Context: an optimization exercise on an open-source flow, tuned for small area, a short achievable clock period and few clock cycles per item. The choices shown serve that exercise and are no tape-out recipe.
The RTL was checked by simulation tests, not by an equivalence proof against the original design.

==> flow/design.v (outline; a module is shown in full before it is edited, if it fits) <==
// module cle_current_loop: 437 lines
// module cle_booth_mac: 1302 lines
module cle_current_loop (
    input  wire        clk,
    input  wire        rst,
    input  wire        start,
    output wire        ready,
    output wire        done,
    input  wire        init,
    input  wire [1:0]  phase_pair,
    input  wire        svm_mode,
    input  wire [31:0] i_x,
    input  wire [31:0] i_y,
    input  wire [31:0] cos_t,
    input  wire [31:0] sin_t,
    input  wire [31:0] id_ref,
    input  wire [31:0] iq_ref,
    input  wire [31:0] kp_d,
    input  wire [31:0] ki_d,
    input  wire [31:0] kp_q,
    input  wire [31:0] ki_q,
    input  wire [31:0] k_dc,
    input  wire [31:0] v_lim,
    input  wire [23:0] period,
    input  wire [12:0] dt,
    output wire [31:0] id_meas,
    output wire [31:0] iq_meas,
    output wire [31:0] m_d,
    output wire [31:0] m_q,
    output wire [26:0] rise_a,
    output wire [26:0] fall_a,
    output wire [26:0] rise_b,
    output wire [26:0] fall_b,
    output wire [26:0] rise_c,
    output wire [26:0] fall_c,
    output wire [26:0] orise_a,
    output wire [26:0] ofall_a,
    output wire [26:0] orise_b,
    output wire [26:0] ofall_b,
    output wire [26:0] orise_c,
    output wire [26:0] ofall_c,
    output wire [5:0]  sat,
    output wire [1:0]  vlim_d,
    output wire [1:0]  vlim_q
);
  // ...
==> flow/run.sh <==
#!/bin/bash
# synth_recipe.tcl (not shown) runs the flow's synth.tcl, then flattens the netlist and writes it again
# the make line also repeats each setting of config.mk as NAME=value (left out here)
make -C /OpenROAD-flow-scripts/flow DESIGN_CONFIG=/design/flow/config.mk WORK_HOME=/design/flow/orfs CLKGATE_MAP_FILE= SYNTH_SCRIPT=/design/flow/synth_recipe.tcl finish
==> flow/config.mk <==
export PLATFORM = sky130hd
export DESIGN_NAME = cle_current_loop
export DESIGN_NICKNAME = cle_current_loop
export VERILOG_FILES = /design/flow/design.v
export SDC_FILE = /design/flow/constraint.sdc
export NUM_CORES = 4
export LEC_CHECK = 0
export CAP_MARGIN = 20
export CORE_MARGIN = 2
export CORE_UTILIZATION = 30
export PLACE_DENSITY = 0.45
export SLEW_MARGIN = 20
==> flow/constraint.sdc <==
create_clock -name core_clock -period 25.0 [get_ports {clk}]
set_input_delay 5.0000 -clock core_clock [delete_from_list [all_inputs] [get_ports {clk}]]
set_output_delay 5.0000 -clock core_clock [all_outputs]
set_load 0.01 [all_outputs]
==> notes.md, run 1 <==
status no timing/DRC/antenna violations; placed inst area 151000 µm²; Vias 124000; Tapcell Cnt 5904; Async S/R FF share, synth 0%; post-synthesis adder-cell area fraction 17.9%; Final period util 46.3%; first-pass GRT wire length 978000 µm; Final non-clock buffer share 7.89%; commonest non-fill, non-tap cell in the layout edfxtp_1; Clock-cell share 3.87%; Post-Synth Simple-Gate Area 12.4%; DRT Wirelength 723000 µm; H-tree lvl count 4; Total GRT Usage 31.0%; DR WL met2 303000 µm; gpl congestion 1.03; top cell family by delay on the critical path compound AO/OA/AOI/OAI gates; vias in the first global route 115000; row count 244; top layer in use met5; count of plain and timing-repair buffers 1349; Core Util, Final 35.6%; slowest library cell on the worst path a31o_2; Overflow after GRT 0; Die H 670 µm; clock buffers 232; # diodes 91; final setup violation count 0; worst path buffer plus inverter count 4; postcts setup bufs 0; Worst-Margin Slew 1.40 ns; pin count of the biggest net entering global routing 82; Logic inverters 1131; cell taking the most area after synthesis edfxtp_1
Testbench counts, summed over its fixed seeds: cycles 67,803, items 2,048.
==> module cle_current_loop, before the edit <==
module cle_current_loop (
    input  wire        clk,
    input  wire        rst,
    input  wire        start,
    output wire        ready,
    output wire        done,
    input  wire        init,
    input  wire [1:0]  phase_pair,
    input  wire        svm_mode,
    input  wire [31:0] i_x,
    input  wire [31:0] i_y,
    input  wire [31:0] cos_t,
    input  wire [31:0] sin_t,
    input  wire [31:0] id_ref,
    input  wire [31:0] iq_ref,
    input  wire [31:0] kp_d,
    input  wire [31:0] ki_d,
    input  wire [31:0] kp_q,
    input  wire [31:0] ki_q,
    input  wire [31:0] k_dc,
    input  wire [31:0] v_lim,
    input  wire [23:0] period,
    input  wire [12:0] dt,
    output wire [31:0] id_meas,
    output wire [31:0] iq_meas,
    output wire [31:0] m_d,
    output wire [31:0] m_q,
    output wire [26:0] rise_a,
    output wire [26:0] fall_a,
    output wire [26:0] rise_b,
    output wire [26:0] fall_b,
    output wire [26:0] rise_c,
    output wire [26:0] fall_c,
    output wire [26:0] orise_a,
    output wire [26:0] ofall_a,
    output wire [26:0] orise_b,
    output wire [26:0] ofall_b,
    output wire [26:0] orise_c,
    output wire [26:0] ofall_c,
    output wire [5:0]  sat,
    output wire [1:0]  vlim_d,
    output wire [1:0]  vlim_q
);
    localparam [32:0] INV_B = 33'd1239850262;    
    localparam [32:0] S32_B = 33'd1859775393;    
    localparam [26:0] NEVER = 27'h7FF_FFF8;
    localparam integer SQ_K0 = 3;                 
    reg [4:0]  k;             
    reg [4:0]  kd;            
    reg        done_r;
    reg [31:0] r_cos, r_sin, r_idr, r_iqr, r_kpd, r_kid, r_kpq, r_kiq, r_kdc, r_vlim;
    reg [23:0] r_per;
    reg [12:0] r_dt;
    reg        r_svm, r_init;
    reg [31:0] r_ia;
    reg [33:0] aop;
    reg [32:0] bop;
    reg [65:0] P;
    reg [31:0] r_id, r_iq, r_md, r_mq;
    reg [31:0] r_eq;          
    reg [33:0] pt_q;          
    reg [33:0] pt_d;          
    reg [31:0] acc_d, acc_q;
    reg [1:0]  cut_d, cut_q;
    reg [34:0] r_ub, r_uc;    
    reg [26:0] r_ra, r_fa, r_rb, r_fb, r_rc, r_fc;
    reg [26:0] r_ora, r_ofa, r_orb, r_ofb, r_orc, r_ofc;
    reg [5:0]  fl, flo;
    reg [23:0] per_o;
    reg [12:0] dt_o;
    reg        need_sq;
    reg [2:0]  svm_c;          
    reg [2*((32+SQ_K0-1)/SQ_K0)*SQ_K0-1:0] sq_rad;
    reg [33:0] sq_rem;
    reg [31:0] sq_root;
    reg [4:0]  sq_cnt;
    reg        sq_run, sq_fin;
    assign ready = (k == 5'd0) || (k == 5'd26);
    assign done  = done_r;
    wire signed [33:0] nsum  = -($signed({{2{i_x[31]}}, i_x}) + $signed({{2{i_y[31]}}, i_y}));
    wire               n_ovf = ~(&nsum[33:31] | ~|nsum[33:31]);
    wire [31:0]        n_val = n_ovf ? (nsum[33] ? 32'h8000_0000 : 32'h7FFF_FFFF) : nsum[31:0];
    reg  [31:0]        ia_in, ib_in;
    always @(*) begin
        case (phase_pair)
            2'd0:    begin ia_in = i_x;   ib_in = i_y;   end
            2'd1:    begin ia_in = n_val; ib_in = i_x;   end
            default: begin ia_in = i_y;   ib_in = n_val; end
        endcase
    end
    wire        xf_in = (phase_pair != 2'd0) & n_ovf;
    wire signed [35:0] x36   = {{4{i_x[31]}}, i_x};
    wire signed [35:0] y36   = {{4{i_y[31]}}, i_y};
    wire signed [35:0] s_p0  = x36 + (y36 <<< 1);                  
    wire signed [35:0] s_p1  = x36 - y36;                          
    wire signed [35:0] s_p1h = (x36 <<< 1) + 36'sd2147483647;      
    wire signed [35:0] s_p1l = (x36 <<< 1) - 36'sd2147483648;      
    wire signed [35:0] s_p2  = -(x36 <<< 1) - y36;                 
    wire signed [35:0] s_p2h = y36 + 36'sd4294967294;
    wire signed [35:0] s_p2l = y36 - 36'sd4294967296;
    wire               n_hi  = n_ovf & ~nsum[33];
    wire signed [35:0] s_in  = (phase_pair == 2'd0) ? s_p0 :
                               (phase_pair == 2'd1) ? (n_ovf ? (n_hi ? s_p1h : s_p1l) : s_p1) :
                                                      (n_ovf ? (n_hi ? s_p2h : s_p2l) : s_p2);
    wire issue = (k >= 5'd1 && k <= 5'd18 && !(k == 5'd15 && need_sq)) ||
                 (k >= 5'd21 && k <= 5'd26);
    wire m_neg = mc[5];
    wire m_acc = mc[4];
    function [5:0] mac_ctl;       
        input [4:0] st;
        begin
            mac_ctl[5] = (st == 5'd2) || (st == 5'd13) || (st == 5'd17) || (st >= 5'd21 && st <= 5'd23);
            mac_ctl[4] = (st == 5'd3) || (st == 5'd5) || (st == 5'd13) || (st == 5'd15) || (st == 5'd17);
            mac_ctl[3] = (st <= 5'd5) || (st >= 5'd14 && st <= 5'd18);
            mac_ctl[2] = (st >= 5'd6 && st <= 5'd11);
            mac_ctl[1] = (st >= 5'd24);
            mac_ctl[0] = (st >= 5'd21 && st <= 5'd23);
        end
    endfunction
    reg  [5:0]  mc;
    wire        r_31 = mc[3];
    wire        r_24 = mc[2];
    wire        r_28 = mc[1];
    wire        r_w  = mc[0];
    wire [65:0] rconst = {4'd0, r_w, 30'd0, r_31, r_w, r_28 | r_w, {4{r_w}}, r_24 | r_w, {23{r_w}}};
    wire [65:0] mac;
    cle_booth_mac u_mac (.a(aop), .b(bop), .neg(m_neg), .c(m_acc ? P : rconst), .p(mac));
    wire [37:0] q31 = {{3{P[65]}}, P[65:31]};    
    wire [44:0] q24 = {{3{P[65]}}, P[65:24]};    
    function [32:0] sat45;
        input [44:0] v;
        begin
            if (&v[44:31] || ~|v[44:31]) sat45 = {1'b0, v[31:0]};
            else                         sat45 = {1'b1, v[44] ? 32'h8000_0000 : 32'h7FFF_FFFF};
        end
    endfunction
    wire [32:0] s31 = sat45({{7{q31[37]}}, q31});
    wire [32:0] s24 = sat45(q24);
    reg         kd_is3, kd_is6, kd_is9;
    reg         hold_d, hold_q;
    wire [31:0] e_ref  = kd_is3 ? r_iqr : r_idr;
    wire [32:0] e_diff = {e_ref[31], e_ref} - {s31[31], s31[31:0]};
    wire [32:0] e_s    = sat45({{12{e_diff[32]}}, e_diff});
    wire        acc_is_q = kd_is6;
    wire [31:0] acc_old  = r_init ? 32'd0 : (acc_is_q ? acc_q : acc_d);
    wire        hold     = acc_is_q ? hold_q : hold_d;
    wire [44:0] acc_sum  = {{13{acc_old[31]}}, acc_old} + (hold ? 45'd0 : q24);
    wire [32:0] acc_cl   = sat45(acc_sum);
    wire [31:0] acc_v    = kd_is9 ? acc_q : acc_d;
    wire [44:0] v_sum    = q24 + {{13{acc_v[31]}}, acc_v};
    wire [32:0] v_s      = sat45(v_sum);
    wire [1:0]  lim_new  = r_init ? 2'd0 : (kd_is3 ? cut_q : cut_d);
    wire        hold_new = (lim_new[0] & ~e_s[31] & |e_s[31:0]) | (lim_new[1] & e_s[31]);
    wire [31:0] neg_vlim = -r_vlim;
    wire [33:0] u1r      = {2'b0, r_vlim} - {{2{s24[31]}}, s24[31:0]};
    wire [33:0] u2r      = {2'b0, r_vlim} + {{2{s24[31]}}, s24[31:0]};
    wire        md_hi    = u1r[33];
    wire        md_lo    = u2r[33];
    wire [31:0] md_v     = md_hi ? r_vlim : (md_lo ? neg_vlim : s24[31:0]);
    wire [32:0] u1       = md_hi ? 33'd0 : (md_lo ? {r_vlim, 1'b0} : u1r[32:0]);
    wire [32:0] u2       = md_lo ? 33'd0 : (md_hi ? {r_vlim, 1'b0} : u2r[32:0]);
    wire signed [33:0] t_w    = {{2{q31[31]}}, q31[31:0]};
    wire signed [33:0] nh     = pt_q;
    wire signed [33:0] pa     = {{2{pt_d[31]}}, pt_d[31:0]};
    wire signed [33:0] pb     = t_w + nh;
    wire signed [33:0] pc     = nh - t_w;
    wire               c_ab   = pa >= pb;
    wire               c_ac   = pa >= pc;
    wire               c_bc   = pb >= pc;
    wire signed [33:0] pb_r   = r_ub[33:0];
    wire signed [33:0] pc_r   = r_uc[33:0];
    wire signed [33:0] pmax   = svm_c[0] ? (svm_c[1] ? pa : pc_r) : (svm_c[2] ? pb_r : pc_r);
    wire signed [33:0] pmin   = svm_c[0] ? (svm_c[2] ? pc_r : pb_r) : (svm_c[1] ? pc_r : pa);
    wire signed [34:0] pmax_w = {pmax[33], pmax};
    wire signed [34:0] pmin_w = {pmin[33], pmin};
    wire signed [34:0] sum_mm = pmax_w + pmin_w;
    wire signed [34:0] k_s32  = 35'sd1859775393;
    wire signed [34:0] m1_a   = k_s32 - pmax_w;
    wire signed [34:0] m1_b   = -k_s32 - pmin_w;
    wire signed [34:0] m0p    = r_svm ? (sum_mm[34] ? m1_b : m1_a) : ~(sum_mm >>> 1);
    wire               m0c    = ~r_svm;           
    wire [34:0] ua = {pa[33], pa} + m0p + {34'd0, m0c};
    wire [34:0] ub = {pb_r[33], pb_r} + m0p + {34'd0, m0c};
    wire [34:0] uc = {pc_r[33], pc_r} + m0p + {34'd0, m0c};
    wire        w_neg = q31[37];
    wire        w_big = !q31[37] && ((|q31[36:32]) || (q31[31] && |q31[30:0]));
    wire [31:0] w_v   = w_neg ? 32'd0 : (w_big ? 32'h8000_0000 : q31[31:0]);
    wire [27:0] pm1  = {1'b0, per_o, 3'd0} - 28'd1;
    wire [15:0] dead = {dt_o, 3'd0};
    function [26:0] odd_rise;
        input [26:0] er, ef;
        input [15:0] dead;
        input [27:0] pm1;
        reg   [27:0] s;
        begin
            s = {1'b0, ef} + {12'd0, dead};
            if (er == NEVER)      odd_rise = 27'd0;
            else if (ef == NEVER) odd_rise = NEVER;
            else                  odd_rise = (s > pm1) ? pm1[26:0] : s[26:0];
        end
    endfunction
    function [26:0] odd_fall;
        input [26:0] er, ef;
        input [15:0] dead;
        input [27:0] pm1;
        reg   [28:0] s;
        begin
            s = {2'b0, er} - {13'd0, dead};
            if (er == NEVER)      odd_fall = NEVER;
            else if (ef == NEVER) odd_fall = 27'd0;
            else if (s[28])       odd_fall = 27'd0;
            else                  odd_fall = (s[27:0] > pm1) ? pm1[26:0] : s[26:0];
        end
    endfunction
    wire [26:0] p8     = {per_o, 3'd0};
    wire [26:0] e_rise = P[55:29];
    wire [26:0] e_fall = p8 - e_rise + {26'd0, ~|P[28:0]};
    reg  [31:0] w_cur;
    always @(*) begin
        case (kd)
            5'd24:   w_cur = r_ub[31:0];
            5'd25:   w_cur = r_uc[31:0];
            default: w_cur = r_eq;
        endcase
    end
    wire [26:0] rise_v = (w_cur == 32'h8000_0000) ? NEVER : e_rise;
    wire [26:0] fall_v = (w_cur == 32'd0) ? NEVER : e_fall;
    wire [26:0] orise_v = odd_rise(rise_v, fall_v, dead, pm1);
    wire [26:0] ofall_v = odd_fall(rise_v, fall_v, dead, pm1);
    localparam integer SQ_K = SQ_K0;
    localparam integer SQ_C = (32 + SQ_K - 1) / SQ_K;     
    localparam integer SQ_N = SQ_K * SQ_C;                
    reg [2*SQ_N-1:0] sq_rad_n;
    reg [33:0] sq_rem_n;
    reg [31:0] sq_root_n;
    reg [35:0] sq_sh, sq_tr;
    reg [36:0] sq_df;
    integer    si;
    always @(*) begin
        sq_rad_n  = sq_rad;
        sq_rem_n  = sq_rem;
        sq_root_n = sq_root;
        for (si = 0; si < SQ_K; si = si + 1) begin
            sq_sh = {sq_rem_n, sq_rad_n[2*SQ_N-1:2*SQ_N-2]};
            sq_tr = {2'b00, sq_root_n, 2'b01};
            sq_df = {1'b0, sq_sh} - {1'b0, sq_tr};
            sq_rad_n = sq_rad_n << 2;
            if (!sq_df[36]) begin
                sq_rem_n  = sq_df[33:0];
                sq_root_n = {sq_root_n[30:0], 1'b1};
            end else begin
                sq_rem_n  = sq_sh[33:0];
                sq_root_n = {sq_root_n[30:0], 1'b0};
            end
        end
    end
    wire [31:0] lq = cut_q[0] ? sq_root : -sq_root;
    assign id_meas = r_id;
    assign iq_meas = r_iq;
    assign m_d     = r_md;
    assign m_q     = r_mq;
    assign rise_a  = r_ra;  assign fall_a = r_fa;
    assign rise_b  = r_rb;  assign fall_b = r_fb;
    assign rise_c  = r_rc;  assign fall_c = r_fc;
    assign orise_a = r_ora; assign ofall_a = r_ofa;
    assign orise_b = r_orb; assign ofall_b = r_ofb;
    assign orise_c = r_orc; assign ofall_c = r_ofc;
    assign sat     = flo;
    assign vlim_d  = cut_d;
    assign vlim_q  = cut_q;
    wire capture = start && (k == 5'd0 || k == 5'd26);
    reg  [4:0] k_next;
    always @(*) begin
        if (capture)                k_next = 5'd1;
        else if (k == 5'd26)        k_next = 5'd0;
        else if (k == 5'd15)        k_next = need_sq ? 5'd15 : 5'd16;
        else if (k != 5'd0)         k_next = k + 5'd1;
        else                        k_next = 5'd0;
    end
    always @(posedge clk) begin
        if (rst) begin
            k       <= 5'd0;
            kd      <= 5'd0;
            mc      <= 6'd0;
            done_r  <= 1'b0;
            acc_d   <= 32'd0;
            acc_q   <= 32'd0;
            cut_d   <= 2'd0;
            cut_q   <= 2'd0;
            need_sq <= 1'b0;
            sq_run  <= 1'b0;
            sq_fin  <= 1'b0;
        end else begin
            kd     <= issue ? k : 5'd0;
            kd_is3 <= issue && k == 5'd3;
            kd_is6 <= issue && k == 5'd6;
            kd_is9 <= issue && k == 5'd9;
            done_r <= (kd == 5'd26);
            if (issue) P <= mac;
            case (k)
                5'd1:  begin aop <= {{2{r_ia[31]}}, r_ia}; bop <= {r_sin[31], r_sin}; end
                5'd2:  begin aop <= {{2{s31[31]}}, s31[31:0]}; bop <= {r_cos[31], r_cos}; end
                5'd3:  begin bop <= {r_sin[31], r_sin}; end
                5'd4:  begin aop <= {{2{r_ia[31]}}, r_ia}; bop <= {r_cos[31], r_cos}; end
                5'd5:  begin aop <= {{2{r_eq[31]}}, r_eq}; bop <= {1'b0, r_kiq}; end
                5'd6:  begin aop <= {{2{e_s[31]}}, e_s[31:0]}; bop <= {1'b0, r_kid}; end
                5'd7:  begin bop <= {1'b0, r_kpd}; end
                5'd8:  begin aop <= {{2{r_eq[31]}}, r_eq}; bop <= {1'b0, r_kpq}; end
                5'd9:  begin aop <= {{2{v_s[31]}}, v_s[31:0]}; bop <= {1'b0, r_kdc}; end
                5'd10: begin aop <= {{2{v_s[31]}}, v_s[31:0]}; end
                5'd11: begin aop <= {1'b0, u1}; bop <= u2; end
                5'd12: begin aop <= {{2{s24[31]}}, s24[31:0]}; bop <= {s24[31], s24[31:0]}; end
                5'd13: begin aop <= {{2{r_md[31]}}, r_md}; bop <= {r_sin[31], r_sin}; end
                5'd14: begin aop <= {{2{r_mq[31]}}, r_mq}; bop <= {r_cos[31], r_cos}; end
                5'd15: begin
                    if (sq_fin && need_sq) aop <= {{2{lq[31]}}, lq};
                    else if (!need_sq) begin aop <= {{2{r_md[31]}}, r_md}; bop <= {r_cos[31], r_cos}; end
                end
                5'd16: begin aop <= {{2{r_mq[31]}}, r_mq}; bop <= {r_sin[31], r_sin}; end
                5'd17: begin aop <= r_ub[33:0]; bop <= S32_B; end
                5'd20: begin
                    aop  <= ua[33:0];
                    bop  <= INV_B;
                    r_ub <= ub;
                    r_uc <= uc;
                end
                5'd21: begin aop <= r_ub[33:0]; end
                5'd22: begin aop <= r_uc[33:0]; end
                5'd23: begin aop <= {2'd0, r_ub[31:0]}; bop <= {9'd0, r_per}; end
                5'd24: begin aop <= {2'd0, r_uc[31:0]}; per_o <= r_per; dt_o <= r_dt; end
                5'd25: begin aop <= {2'd0, r_eq}; flo <= fl; end
                default: ;
            endcase
            k  <= k_next;
            mc <= mac_ctl(k_next);
            if (capture) begin
                r_cos  <= cos_t;  r_sin <= sin_t;
                r_idr  <= id_ref; r_iqr <= iq_ref;
                r_kpd  <= kp_d;   r_kid <= ki_d;
                r_kpq  <= kp_q;   r_kiq <= ki_q;
                r_kdc  <= k_dc;   r_vlim <= v_lim;
                r_per  <= period; r_dt  <= dt;
                r_svm  <= svm_mode;
                r_init <= init;
                r_ia   <= ia_in;
                aop    <= s_in[33:0];
                bop    <= INV_B;
                fl     <= {5'd0, xf_in};
            end
            case (kd)
                5'd1: fl[0] <= fl[0] | s31[32];
                5'd3: begin
                    r_iq   <= s31[31:0];
                    fl[0]  <= fl[0] | s31[32];
                    r_eq   <= e_s[31:0];
                    hold_q <= hold_new;
                end
                5'd5: begin
                    r_id   <= s31[31:0];
                    fl[0]  <= fl[0] | s31[32];
                    hold_d <= hold_new;
                end
                5'd6: begin
                    acc_q <= acc_cl[31:0];
                    fl[2] <= fl[2] | acc_cl[32];
                end
                5'd7: begin
                    acc_d <= acc_cl[31:0];
                    fl[1] <= fl[1] | acc_cl[32];
                end
                5'd8: fl[1] <= fl[1] | v_s[32];
                5'd9: fl[2] <= fl[2] | v_s[32];
                5'd10: begin
                    fl[3] <= fl[3] | s24[32];
                    r_md  <= md_v;
                    cut_d <= {md_lo & ~md_hi, md_hi};
                end
                5'd11: begin
                    fl[3] <= fl[3] | s24[32];
                    r_mq  <= s24[31:0];
                end
                5'd13: begin
                    if (P[65]) begin
                        cut_q   <= r_mq[31] ? 2'b10 : 2'b01;
                        need_sq <= 1'b1;
                    end else begin
                        cut_q   <= 2'b00;
                    end
                end
                5'd15: begin
                    r_ub  <= {{3{s31[31]}}, s31[31:0]};
                    fl[4] <= fl[4] | s31[32];
                end
                5'd17: begin
                    pt_d  <= {s31[31], s31[31], s31[31:0]};
                    pt_q  <= -{{3{s31[31]}}, s31[31:1]};
                    fl[4] <= fl[4] | s31[32];
                end
                5'd18: begin
                    r_ub  <= {pb[33], pb};
                    r_uc  <= {pc[33], pc};
                    svm_c <= {c_bc, c_ac, c_ab};
                end
                5'd21: begin r_ub <= {3'd0, w_v}; fl[5] <= fl[5] | w_neg | w_big; end
                5'd22: begin r_uc <= {3'd0, w_v}; fl[5] <= fl[5] | w_neg | w_big; end
                5'd23: begin r_eq <= w_v;         fl[5] <= fl[5] | w_neg | w_big; end
                5'd24: begin r_ra <= rise_v; r_fa <= fall_v; r_ora <= orise_v; r_ofa <= ofall_v; end
                5'd25: begin r_rb <= rise_v; r_fb <= fall_v; r_orb <= orise_v; r_ofb <= ofall_v; end
                5'd26: begin r_rc <= rise_v; r_fc <= fall_v; r_orc <= orise_v; r_ofc <= ofall_v; end
                default: ;
            endcase
            if (kd == 5'd12) begin
                sq_rad  <= {{(2*SQ_N-62){1'b0}}, P[61:0]};
                sq_rem  <= 34'd0;
                sq_root <= 32'd0;
                sq_cnt  <= 5'd0;
                sq_run  <= 1'b1;
                sq_fin  <= 1'b0;
            end else if (sq_run) begin
                sq_rad  <= sq_rad_n;
                sq_rem  <= sq_rem_n;
                sq_root <= sq_root_n;
                sq_cnt  <= sq_cnt + 5'd1;
                if (sq_cnt == SQ_C - 1) begin
                    sq_run <= 1'b0;
                    sq_fin <= 1'b1;
                end
            end else if (sq_fin) begin
                sq_fin <= 1'b0;
                if (need_sq) begin
                    r_mq    <= lq;
                    need_sq <= 1'b0;
                end
            end
        end
    end
endmodule
==> inputs of run 2 (changes only) <==
--- a/flow/design.v
+++ b/flow/design.v
@@ -44,7 +44,7 @@
     localparam [32:0] INV_B = 33'd1239850262;    
     localparam [32:0] S32_B = 33'd1859775393;    
     localparam [26:0] NEVER = 27'h7FF_FFF8;
-    localparam integer SQ_K0 = 3;                 
+    localparam integer SQ_K = 3;                  
     reg [4:0]  k;             
     reg [4:0]  kd;            
     reg        done_r;
@@ -70,11 +70,11 @@
     reg [12:0] dt_o;
     reg        need_sq;
     reg [2:0]  svm_c;          
-    reg [2*((32+SQ_K0-1)/SQ_K0)*SQ_K0-1:0] sq_rad;
-    reg [33:0] sq_rem;
-    reg [31:0] sq_root;
-    reg [4:0]  sq_cnt;
-    reg        sq_run, sq_fin;
+    reg [65:0] sq_rad;        
+    reg [33:0] sq_r;          
+    reg [31:0] sq_q;          
+    reg [3:0]  sq_cnt;
+    reg        sq_run;
     assign ready = (k == 5'd0) || (k == 5'd26);
     assign done  = done_r;
     wire signed [33:0] nsum  = -($signed({{2{i_x[31]}}, i_x}) + $signed({{2{i_y[31]}}, i_y}));
@@ -104,11 +104,12 @@
                                                       (n_ovf ? (n_hi ? s_p2h : s_p2l) : s_p2);
     wire issue = (k >= 5'd1 && k <= 5'd18 && !(k == 5'd15 && need_sq)) ||
                  (k >= 5'd21 && k <= 5'd26);
-    wire m_neg = mc[5];
+    wire m_neg = mc[5] ^ (mc[6] & cut_q[1]);    
     wire m_acc = mc[4];
-    function [5:0] mac_ctl;       
+    function [6:0] mac_ctl;       
         input [4:0] st;
         begin
+            mac_ctl[6] = (st == 5'd15) || (st == 5'd17);
             mac_ctl[5] = (st == 5'd2) || (st == 5'd13) || (st == 5'd17) || (st >= 5'd21 && st <= 5'd23);
             mac_ctl[4] = (st == 5'd3) || (st == 5'd5) || (st == 5'd13) || (st == 5'd15) || (st == 5'd17);
             mac_ctl[3] = (st <= 5'd5) || (st >= 5'd14 && st <= 5'd18);
@@ -117,7 +118,7 @@
             mac_ctl[0] = (st >= 5'd21 && st <= 5'd23);
         end
     endfunction
-    reg  [5:0]  mc;
+    reg  [6:0]  mc;
     wire        r_31 = mc[3];
     wire        r_24 = mc[2];
     wire        r_28 = mc[1];
@@ -227,34 +228,31 @@
     wire [26:0] fall_v = (w_cur == 32'd0) ? NEVER : e_fall;
     wire [26:0] orise_v = odd_rise(rise_v, fall_v, dead, pm1);
     wire [26:0] ofall_v = odd_fall(rise_v, fall_v, dead, pm1);
-    localparam integer SQ_K = SQ_K0;
-    localparam integer SQ_C = (32 + SQ_K - 1) / SQ_K;     
-    localparam integer SQ_N = SQ_K * SQ_C;                
-    reg [2*SQ_N-1:0] sq_rad_n;
-    reg [33:0] sq_rem_n;
-    reg [31:0] sq_root_n;
-    reg [35:0] sq_sh, sq_tr;
-    reg [36:0] sq_df;
-    integer    si;
+    localparam integer SQ_C = 11;                         
+    reg [65:0]  sq_rad_n;
+    reg [33:0]  sq_r_n;
+    reg [31:0]  sq_q_n;
+    reg [35:0]  sq_sh;
+    reg [36:0]  sq_df;
+    integer     si;
     always @(*) begin
-        sq_rad_n  = sq_rad;
-        sq_rem_n  = sq_rem;
-        sq_root_n = sq_root;
+        sq_rad_n = sq_rad;
+        sq_r_n   = sq_r;
+        sq_q_n   = sq_q;
         for (si = 0; si < SQ_K; si = si + 1) begin
-            sq_sh = {sq_rem_n, sq_rad_n[2*SQ_N-1:2*SQ_N-2]};
-            sq_tr = {2'b00, sq_root_n, 2'b01};
-            sq_df = {1'b0, sq_sh} - {1'b0, sq_tr};
-            sq_rad_n = sq_rad_n << 2;
+            sq_sh    = {sq_r_n, sq_rad_n[65:64]};
+            sq_df    = {1'b0, sq_sh} - {3'b000, sq_q_n, 2'b01};
+            sq_rad_n = {sq_rad_n[63:0], 2'b00};
             if (!sq_df[36]) begin
-                sq_rem_n  = sq_df[33:0];
-                sq_root_n = {sq_root_n[30:0], 1'b1};
+                sq_r_n = sq_df[33:0];
+                sq_q_n = {sq_q_n[30:0], 1'b1};
             end else begin
-                sq_rem_n  = sq_sh[33:0];
-                sq_root_n = {sq_root_n[30:0], 1'b0};
+                sq_r_n = sq_sh[33:0];
+                sq_q_n = {sq_q_n[30:0], 1'b0};
             end
         end
     end
-    wire [31:0] lq = cut_q[0] ? sq_root : -sq_root;
+    wire        sq_last = sq_run && (sq_cnt == SQ_C - 1);
     assign id_meas = r_id;
     assign iq_meas = r_iq;
     assign m_d     = r_md;
@@ -281,7 +279,7 @@
         if (rst) begin
             k       <= 5'd0;
             kd      <= 5'd0;
-            mc      <= 6'd0;
+            mc      <= 7'd0;
             done_r  <= 1'b0;
             acc_d   <= 32'd0;
             acc_q   <= 32'd0;
@@ -289,7 +287,6 @@
             cut_q   <= 2'd0;
             need_sq <= 1'b0;
             sq_run  <= 1'b0;
-            sq_fin  <= 1'b0;
         end else begin
             kd     <= issue ? k : 5'd0;
             kd_is3 <= issue && k == 5'd3;
@@ -312,12 +309,10 @@
                 5'd12: begin aop <= {{2{s24[31]}}, s24[31:0]}; bop <= {s24[31], s24[31:0]}; end
                 5'd13: begin aop <= {{2{r_md[31]}}, r_md}; bop <= {r_sin[31], r_sin}; end
                 5'd14: begin aop <= {{2{r_mq[31]}}, r_mq}; bop <= {r_cos[31], r_cos}; end
-                5'd15: begin
-                    if (sq_fin && need_sq) aop <= {{2{lq[31]}}, lq};
-                    else if (!need_sq) begin aop <= {{2{r_md[31]}}, r_md}; bop <= {r_cos[31], r_cos}; end
-                end
+                5'd15: if (!need_sq) begin aop <= {{2{r_md[31]}}, r_md}; bop <= {r_cos[31], r_cos}; end
                 5'd16: begin aop <= {{2{r_mq[31]}}, r_mq}; bop <= {r_sin[31], r_sin}; end
                 5'd17: begin aop <= r_ub[33:0]; bop <= S32_B; end
+                5'd18: if (cut_q[1]) r_mq <= -r_mq;        
                 5'd20: begin
                     aop  <= ua[33:0];
                     bop  <= INV_B;
@@ -410,27 +405,22 @@
                 default: ;
             endcase
             if (kd == 5'd12) begin
-                sq_rad  <= {{(2*SQ_N-62){1'b0}}, P[61:0]};
-                sq_rem  <= 34'd0;
-                sq_root <= 32'd0;
-                sq_cnt  <= 5'd0;
-                sq_run  <= 1'b1;
-                sq_fin  <= 1'b0;
+                sq_rad <= {4'd0, P[61:0]};
+                sq_r   <= 34'd0;
+                sq_q   <= 32'd0;
+                sq_cnt <= 4'd0;
+                sq_run <= 1'b1;
             end else if (sq_run) begin
-                sq_rad  <= sq_rad_n;
-                sq_rem  <= sq_rem_n;
-                sq_root <= sq_root_n;
-                sq_cnt  <= sq_cnt + 5'd1;
-                if (sq_cnt == SQ_C - 1) begin
-                    sq_run <= 1'b0;
-                    sq_fin <= 1'b1;
-                end
-            end else if (sq_fin) begin
-                sq_fin <= 1'b0;
-                if (need_sq) begin
-                    r_mq    <= lq;
-                    need_sq <= 1'b0;
-                end
+                sq_rad <= sq_rad_n;
+                sq_r   <= sq_r_n;
+                sq_q   <= sq_q_n;
+                sq_cnt <= sq_cnt + 4'd1;
+                sq_run <= !sq_last;
+            end
+            if (sq_last && need_sq) begin
+                aop     <= {2'b00, sq_q_n};
+                r_mq    <= sq_q_n;
+                need_sq <= 1'b0;
             end
         end
     end
--- a/flow/config.mk
+++ b/flow/config.mk
@@ -5,8 +5,8 @@
 export SDC_FILE = /design/flow/constraint.sdc
 export NUM_CORES = 4
 export LEC_CHECK = 0
-export CAP_MARGIN = 20
+export CAP_MARGIN = 35
 export CORE_MARGIN = 2
 export CORE_UTILIZATION = 30
 export PLACE_DENSITY = 0.45
-export SLEW_MARGIN = 20
+export SLEW_MARGIN = 35
==> notes.md, run 2 <==
top flop regs P (66), sq_rad (66) (unchanged); Root Driver clkbuf_16 (unchanged); Die H 667 µm (was 670 µm); Layout area overhead 18.2% (was 18.1%); clock tree from TritonCTS done (unchanged); row count 243 (was 244); ANT nets after route 0 (unchanged); hpwl dp 554000 µm (was 556000 µm); drt via density 5.82 (was 5.84); Crit. End Element flip-flop (unchanged); top cell family by delay on the critical path compound AO/OA/AOI/OAI gates (unchanged); Post-Syn Nets 16200 (was 16400); final setup violation count 0 (unchanged); Top FF cell, synth edfxtp_1 (unchanged); Die Wd 667 µm (was 670 µm); reg2reg path depth 36 (was 37); CP Launch Type flip-flop (unchanged); Synth area leaders edfxtp_1 (30%), ha_1 (9.5%), fa_1 (8.5%) (was edfxtp_1 (30%), ha_1 (9.4%), fa_1 (8.4%)); min Tclk post-route 11.79 ns (was 11.58 ns); Hold Crit Endpoint dt_o[2] (was dt_o[9]); Seq/Total Area, Yosys 31.7% (was 31.4%); Vias 121000 (was 124000); Overflow after GRT 0 (unchanged); r2r startpoint sq_q[3] (was sq_root[15]); Starting Density 30.1% (about the same); vias in the first global route 115000 (about the same); I/O pins 892 (unchanged); commonest non-fill, non-tap cell in the layout edfxtp_1 (unchanged); slew margin rel. 24.0% (was 6.56%); worst-case clock skew 0.112 ns (was 0.101 ns); Detailed Routing Iterations Pass 1 9 (was 13); multi-input logic area 84000 µm² (was 85100 µm²); cell taking the most area after synthesis edfxtp_1 (unchanged); Crit Path Max Fanout 42 (was 41); FF-to-FF End sq_r[30] (was sq_rem[29]); pin count of the biggest net entering global routing 83 (was 82); total CTS buffers 189 (was 187); fmax 84.8 MHz (was 86.4 MHz); crit path kind flip-flop to flip-flop (unchanged); Syn. warnings 1 (unchanged); syn avg cell area 9.25 µm² (was 9.27 µm²); hold slack 0.420 ns (was 0.348 ns); slowest library cell on the worst path o41ai_1 (was a31o_2); Netlist Area Pre-Place 132000 µm² (was 133000 µm²); Unique masters post-synth 96 (was 101); CP max stage delay 0.73 ns (was 0.97 ns); initial antenna violation count 93 (was 122); number of cells on the worst hold path 0 (unchanged); Total GRT Usage 31.1% (was 31.0%); Async S/R FF share, synth 0% (unchanged); fill count 44900 (was 45300); DRT Wirelength 719000 µm (was 723000 µm); Final #Nets 16900 (was 17100); Final Max Tran Viols 0 (unchanged); post_cts resized 0 (unchanged); register area 41800 µm² (was 41900 µm²); share of layout cells above drive strength 1 6.88% (was 7.03%); worst hold start r_dt[2] (was r_dt[9]); top-area cell type share of the netlist area 30.4% (was 30.1%); most frequent cells in the layout edfxtp_1 (1334), inv_1 (1142), a21oi_1 (1048) (was edfxtp_1 (1335), inv_1 (1121), nand2_1 (1019)); # port buffers 891 (unchanged); # hold bufs at CTS 0 (unchanged); worst path buffer plus inverter count 5 (was 4); clock latency (worst-skew pair) 0.99 ns (about the same); Post-Route Setup TNS 0 ns (unchanged); H-tree lvl count 4 (unchanged); Hold Vio Cnt, Final 0 (unchanged); core footprint 438000 µm² (was 442000 µm²); Starting DRT DRC Count 15300 (was 16200); Final period util 47.2% (was 46.3%); critical path's most frequent cell o21ai_0 (unchanged); R2R setup slack 13.21 ns (was 13.42 ns); first-pass GRT wire length 969000 µm (was 978000 µm); Yosys reg bits 1422 (was 1423); Post-Syn Instances 14300 (was 14400); clk sink count 1422 (was 1423); post-DR wirelength/cell 34.5 µm (was 34.1 µm); CP arrival 12.37 ns (was 12.33 ns); EDFF count, synth 1334 (was 1335); Worst-Margin Slew 1.13 ns (was 1.40 ns); Post-synth top cells edfxtp_1 (1334), inv_1 (1144), a21oi_1 (1062), ha_1 (1005), nand2_1 (995) (was edfxtp_1 (1335), inv_1 (1124), nand2_1 (1022), a21oi_1 (1006), ha_1 (1005)); CP Data Required Time 25.59 ns (was 25.75 ns); Clock Path Buffers 4 (unchanged); postcts setup bufs 0 (unchanged); clock transition at the registers of the reported paths 0.06 ns (was 0.07 ns); max cap viols 0 (unchanged); most common cell in the netlist edfxtp_1 (unchanged); HP Class flip-flop to flip-flop (unchanged); Die ar. 445000 µm² (was 449000 µm²); gpl congestion 1.01 (was 1.03); status no timing/DRC/antenna violations (unchanged); DRC errors left 0 (unchanged); RSZ-0062 raised after global routing no (unchanged)
==> run 2: cell count changes after synthesis, moves of 36 or more <==
cell      previous run  this run
xnor2_1            864       963
o21ai_0            794       884
xor2_1             572       494
nor2_1             975       901
mux2i_1            205       134
a22oi_1            568       636
a222oi_1            84        21
a21oi_1           1006      1062
a311oi_1            71        18
nor2b_1            144       108
==> run 2: kinds of logic after synthesis <==
group / after synthesis / share of synthesized area, %
simple gates: 3341 / 12.0
fa+ha+maj: 1572 / 18.1
compound gates: 4253 / 21.0
mux: 227 / 1.81
xor+xnor: 1459 / 9.71
flops: 1422 / 31.7
buf+inv: 1977 / 5.64
==> run 2: how the worst max path moves through the flow <==
stage | start | endpoint | slack (ns) | cells after the start
floorplan | start | r_cos[0] | 2.03 | 5
global placement | i_y[1] | aop[18] | 12.88 | 21
detailed placement | i_y[1] | aop[20] | 12.92 | 23
CTS | sq_q[3] | sq_r[30] | 13.15 | 36
global route | sq_q[3] | sq_r[30] | 12.32 | 36
finish | sq_q[3] | sq_r[30] | 13.21 | 36
==> run 2: area by class of cell <==
class / count / share of cell area [%]
well taps: 5757 / 4.62
flip-flops and latches: 1422 / 26.8
clock buffers: 235 / 3.20
multi-input cells: 10900 / 53.9
clock inverters: 106 / 0.784
inverters: 1150 / 2.77
repair buffers: 1307 / 7.80
diodes: 50 / 0.0803
==> run 2: worst reg2reg max path, delay by kind of cell (launching register included) <==
kind	cells	cell delay, ns
compound gates	19	6.03
buf+inv	5	2.01
mux	4	1.29
fa+ha+maj	3	1.14
simple gates	5	0.61
flops	1	0.37
==> run 2: metrics by stage <==
stage,worst slack [ns],instance area [µm²],utilization (%),instances
floorplan,2.03,132000,-,14300
global placement,12.88,149000,34.0,20500
detailed placement,12.92,149000,34.1,20500
CTS,13.15,156000,35.5,20800
global route,12.32,156000,35.6,20800
finish,13.21,156000,35.6,20900
==> run 2: layer usage <==
metal  wire length, µm  global-route usage (%)
met2            300000                    45.9
met1            296000                    40.7
met4             46100                    16.6
met5               294                       0
met3             77000                    9.25
Testbench counts of run 2, summed over its fixed seeds: cycles 66,482, items 2,048.
==> inputs of run 3 (changes only) <==
--- a/flow/design.v
+++ b/flow/design.v
@@ -44,7 +44,7 @@
     localparam [32:0] INV_B = 33'd1239850262;    
     localparam [32:0] S32_B = 33'd1859775393;    
     localparam [26:0] NEVER = 27'h7FF_FFF8;
-    localparam integer SQ_K = 3;                  
+    localparam integer SQ_K = 2;                  
     reg [4:0]  k;             
     reg [4:0]  kd;            
     reg        done_r;
@@ -70,7 +70,7 @@
     reg [12:0] dt_o;
     reg        need_sq;
     reg [2:0]  svm_c;          
-    reg [65:0] sq_rad;        
+    reg [63:0] sq_rad;        
     reg [33:0] sq_r;          
     reg [31:0] sq_q;          
     reg [3:0]  sq_cnt;
@@ -228,27 +228,35 @@
     wire [26:0] fall_v = (w_cur == 32'd0) ? NEVER : e_fall;
     wire [26:0] orise_v = odd_rise(rise_v, fall_v, dead, pm1);
     wire [26:0] ofall_v = odd_fall(rise_v, fall_v, dead, pm1);
-    localparam integer SQ_C = 11;                         
-    reg [65:0]  sq_rad_n;
+    localparam integer SQ_C = 16 / SQ_K;                  
+    reg [63:0]  sq_rad_n;
     reg [33:0]  sq_r_n;
     reg [31:0]  sq_q_n;
-    reg [35:0]  sq_sh;
-    reg [36:0]  sq_df;
+    reg [37:0]  sq_t;
+    reg [38:0]  sq_s1, sq_s2, sq_s3;
     integer     si;
     always @(*) begin
         sq_rad_n = sq_rad;
         sq_r_n   = sq_r;
         sq_q_n   = sq_q;
         for (si = 0; si < SQ_K; si = si + 1) begin
-            sq_sh    = {sq_r_n, sq_rad_n[65:64]};
-            sq_df    = {1'b0, sq_sh} - {3'b000, sq_q_n, 2'b01};
-            sq_rad_n = {sq_rad_n[63:0], 2'b00};
-            if (!sq_df[36]) begin
-                sq_r_n = sq_df[33:0];
-                sq_q_n = {sq_q_n[30:0], 1'b1};
+            sq_t  = {sq_r_n, sq_rad_n[63:60]};
+            sq_s1 = {1'b0, sq_t} - {4'd0, sq_q_n, 3'd1};
+            sq_s2 = {1'b0, sq_t} - {3'd0, sq_q_n, 4'd4};
+            sq_s3 = {1'b0, sq_t} - {3'd0, sq_q_n, 4'd0} - {4'd0, sq_q_n, 3'd0} - 39'd9;
+            sq_rad_n = {sq_rad_n[59:0], 4'd0};
+            if (!sq_s3[38]) begin
+                sq_r_n = sq_s3[33:0];
+                sq_q_n = {sq_q_n[29:0], 2'd3};
+            end else if (!sq_s2[38]) begin
+                sq_r_n = sq_s2[33:0];
+                sq_q_n = {sq_q_n[29:0], 2'd2};
+            end else if (!sq_s1[38]) begin
+                sq_r_n = sq_s1[33:0];
+                sq_q_n = {sq_q_n[29:0], 2'd1};
             end else begin
-                sq_r_n = sq_sh[33:0];
-                sq_q_n = {sq_q_n[30:0], 1'b0};
+                sq_r_n = sq_t[33:0];
+                sq_q_n = {sq_q_n[29:0], 2'd0};
             end
         end
     end
@@ -405,7 +413,7 @@
                 default: ;
             endcase
             if (kd == 5'd12) begin
-                sq_rad <= {4'd0, P[61:0]};
+                sq_rad <= {2'd0, P[61:0]};
                 sq_r   <= 34'd0;
                 sq_q   <= 32'd0;
                 sq_cnt <= 4'd0;
--- a/flow/config.mk
+++ b/flow/config.mk
@@ -7,6 +7,6 @@
 export LEC_CHECK = 0
 export CAP_MARGIN = 35
 export CORE_MARGIN = 2
-export CORE_UTILIZATION = 30
-export PLACE_DENSITY = 0.45
+export CORE_UTILIZATION = 35
+export PLACE_DENSITY = 0.55
 export SLEW_MARGIN = 35
==> notes.md, run 3 <==
# port buffers 891 (unchanged); DRT Wirelength 741000 µm (was 719000 µm); top flop regs P (66), sq_rad (64) (was P (66), sq_rad (66)); Starting Density 35.1% (was 30.1%); share of layout cells above drive strength 1 6.50% (was 6.88%); Post-Syn Nets 17700 (was 16200); Synth area leaders edfxtp_1 (28%), ha_1 (10%), fa_1 (8.8%) (was edfxtp_1 (30%), ha_1 (9.5%), fa_1 (8.5%)); complex-gate fraction of the synthesized area 21.7% (was 21.0%); Largest register FFs 66; post-synthesis adder-cell area fraction 19.1% (was 18.1%); initial antenna violation count 137 (was 93); EDFF count, synth 1332 (was 1334); CP arrival 12.11 ns (was 12.37 ns); post_cts resized 0 (unchanged); total CTS buffers 182 (was 189); I/O pins 892 (unchanged); Crit. End Element flip-flop (unchanged); Worst-Margin Slew 1.14 ns (was 1.13 ns); DRC errors left 0 (unchanged); Vias 135000 (was 121000); placed inst area 159000 µm² (was 149000 µm²); crit path kind primary input to flip-flop (was flip-flop to flip-flop); Final Max Tran Viols 0 (unchanged); multiplexer share of the synthesized area 2.27% (was 1.81%); Total GRT Usage 34.7% (was 31.1%); first-pass GRT wire length 1010000 µm (was 969000 µm); clock tree from TritonCTS done (unchanged); cell taking the most area after synthesis edfxtp_1 (unchanged); CP Data Required Time 25.68 ns (was 25.59 ns); commonest non-fill, non-tap cell in the layout edfxtp_1 (unchanged); Die ar. 412000 µm² (was 445000 µm²); Netlist Area Pre-Place 142000 µm² (was 132000 µm²); slew margin rel. 23.7% (was 24.0%); R2R setup slack 14.24 ns (was 13.21 ns); hpwl dp 574000 µm (was 554000 µm); Finished Layout Cells 21800 (was 20900); final setup violation count 0 (unchanged); CP Launch Type primary input (was flip-flop); vias in the first global route 125000 (was 115000); Final period util 45.7% (was 47.2%); Async S/R FF share, synth 0% (unchanged); fmax 87.5 MHz (was 84.8 MHz); status no timing/DRC/antenna violations (unchanged); CP max stage delay 0.85 ns (was 0.73 ns); Die Wd 642 µm (was 667 µm); Post-synth top cells edfxtp_1 (1332), inv_1 (1293), a21oi_1 (1166), ha_1 (1154), nand2_1 (1037) (was edfxtp_1 (1334), inv_1 (1144), a21oi_1 (1062), ha_1 (1005), nand2_1 (995)); Crit Path Max Fanout 48 (was 42); largest reg by FF count P; postcts setup bufs 0 (unchanged); drt via density 6.18 (was 5.82); most common cell in the netlist edfxtp_1 (unchanged); Post-Route Setup TNS 0 ns (unchanged); Overflow after GRT 0 (unchanged); dpl cells 21400 (was 20500); Die H 642 µm (was 667 µm); top-area cell type share of the netlist area 28.1% (was 30.4%); Post-Syn Instances 15500 (was 14300); row count 234 (was 243); Final #Nets 18400 (was 16900); worst-case clock skew 0.0826 ns (was 0.112 ns); Post-Synth Simple-Gate Area 12.3% (was 12.0%); # hold bufs at CTS 0 (unchanged); H-tree lvl count 4 (unchanged); HP Class flip-flop to flip-flop (unchanged); Layout area overhead 16.2% (was 18.2%); Unique masters post-synth 110 (was 96); crit-path cells clkdlybuf4s50_1, inv_1, ha_1, ha_1, a211oi_1, o21a_1, o311ai_1, a21oi_1, o21ai_0, xor2_1, o21a_1, mux2_2, buf_4, nand2_1, o211ai_1, o2111ai_1, a32o_1; Detailed Routing Iterations Pass 1 8 (was 9); slowest library cell on the worst path clkdlybuf4s50_1 (was o41ai_1); final instance area 165000 µm² (was 156000 µm²); main combinational cell family by area after synthesis compound AO/OA/AOI/OAI gates (unchanged); Starting DRT DRC Count 19600 (was 15300); clock latency (worst-skew pair) 0.98 ns (was 0.99 ns); syn avg cell area 9.17 µm² (was 9.25 µm²); gpl congestion 1.05 (was 1.01); clock transition at the registers of the reported paths 0.06 ns (about the same); Syn. warnings 1 (unchanged); ANT nets after route 0 (unchanged); pin count of the biggest net entering global routing 90 (was 83); Yosys reg bits 1420 (was 1422); Hold Vio Cnt, Final 0 (unchanged); clk sink count 1420 (was 1422); Root Driver clkbuf_16 (unchanged); min Tclk post-route 11.43 ns (was 11.79 ns); core footprint 406000 µm² (was 438000 µm²); Top FF cell, synth edfxtp_1 (unchanged); RSZ-0062 raised after global routing no (unchanged); worst slack, placed 12.83 ns (was 12.92 ns); most frequent cells in the layout edfxtp_1 (1332), inv_1 (1288), a21oi_1 (1158) (was edfxtp_1 (1334), inv_1 (1142), a21oi_1 (1048)); Seq/Total Area, Yosys 29.3% (was 31.7%); XOR/XNOR Fraction of Synth Area 9.49% (was 9.71%); Clock Path Buffers 4 (unchanged); max cap viols 0 (unchanged); Final WS setup 13.57 ns (was 13.21 ns); post-DR wirelength/cell 34.0 µm (was 34.5 µm)
==> run 3: changes by cell type after synthesis, sizes merged, moves of 41 or more <==
cell	delta
inv	+150
ha	+149
a21oi	+104
mux2i	+91
fa	+64
xor2	+63
nor2	+57
o21ai	-53
buf	+48
a31oi	+45
nand2	+42
o21a	+41
==> run 3: area by class of cell <==
cell class                 count  area, µm²
sequential                  1420      41800
timing repair buffer        1305      12300
multi-input combinational  11900      93600
clock buffer                 224       4890
antenna                       61        153
tap                         5428       6790
clock inverter               101        936
inverter                    1298       4870
fill                       40100     240000
==> run 3: cell families after synthesis <==
| group | Yosys count |
|---|---|
| multiplexers | 311 |
| AND/OR/NAND/NOR | 3632 |
| AO/OA/AOI/OAI | 4658 |
| flip-flops | 1420 |
| buffers and inverters | 2161 |
| adder cells (fa/ha/maj) | 1799 |
| XOR/XNOR | 1541 |
==> run 3: path summary, 6_finish.rpt <==
path | cells after the start | startpoint | to
min | 0 | fl[2] | flo[2]
max | 17 | i_x[2] | aop[21]
max reg2reg | 29 | sq_q[0] | sq_r[32]
min reg2reg | 0 | fl[2] | flo[2]
==> run 3: metrics by stage <==
step	util, %	hold WS (ns)
2_1_floorplan	-	0.400
3_3_place_gp	39.1	0.402
3_5_place_dp	39.2	0.409
5_1_grt	40.7	0.390
4_1_cts	40.7	0.361
6_report	40.8	0.376
==> run 3: critical path, delay by kind of cell <==
family / cells / cell delay, ns
AOI/OAI and AO/OA: 9 / 3.11
buffers and inverters: 3 / 1.70
adders and majority gates: 2 / 0.80
muxes: 1 / 0.77
xor gates and xnor gates: 1 / 0.56
and+or+nand+nor: 1 / 0.11
==> run 3: per-layer routing <==
metal,track usage (%),up-vias,share of wire (%)
met4,21.5,114,7.5
met3,11.3,1818,12
met2,50.3,8681,41
li1,-,57800,-
met5,0.130,-,0.11
met1,44.5,66200,39
Testbench counts of run 3, summed over its fixed seeds: cycles 62,519, items 2,048.

-- re-timing with driven ports --
The flow's constraints put no driver on any port. The routed layouts listed below were extracted and timed again, unchanged, in two steps.
Step 1, drivers: a clkbuf_16 drives clk and a buf_2 each remaining input, both assumed.
Step 2 also shifts input and output timing later by t, the mid clock arrival at the registers, as if the neighbouring blocks saw the same clock.
a / b / c = no drivers / after step 1 / after step 2; a / b = the first two.
run	t, ns	setup WS [ns]	hold WS [ns]	latest minus earliest clock arrival (ns)
run 1	1.060	13.422 / 13.422 / 12.765	0.348 / 0.348 / 0.348	0.103 / 0.103
run 2	1.062	13.212 / 13.212 / 12.723	0.420 / 0.420 / 0.420	0.121 / 0.121
run 3	1.071	13.566 / 13.670 / 12.599	0.376 / 0.376 / 0.376	0.083 / 0.083
After both steps setup and hold are still met in every run listed. The setup slack of run 3, which loses most, moves by +0.104 ns with the drivers and by -0.967 ns with both steps.
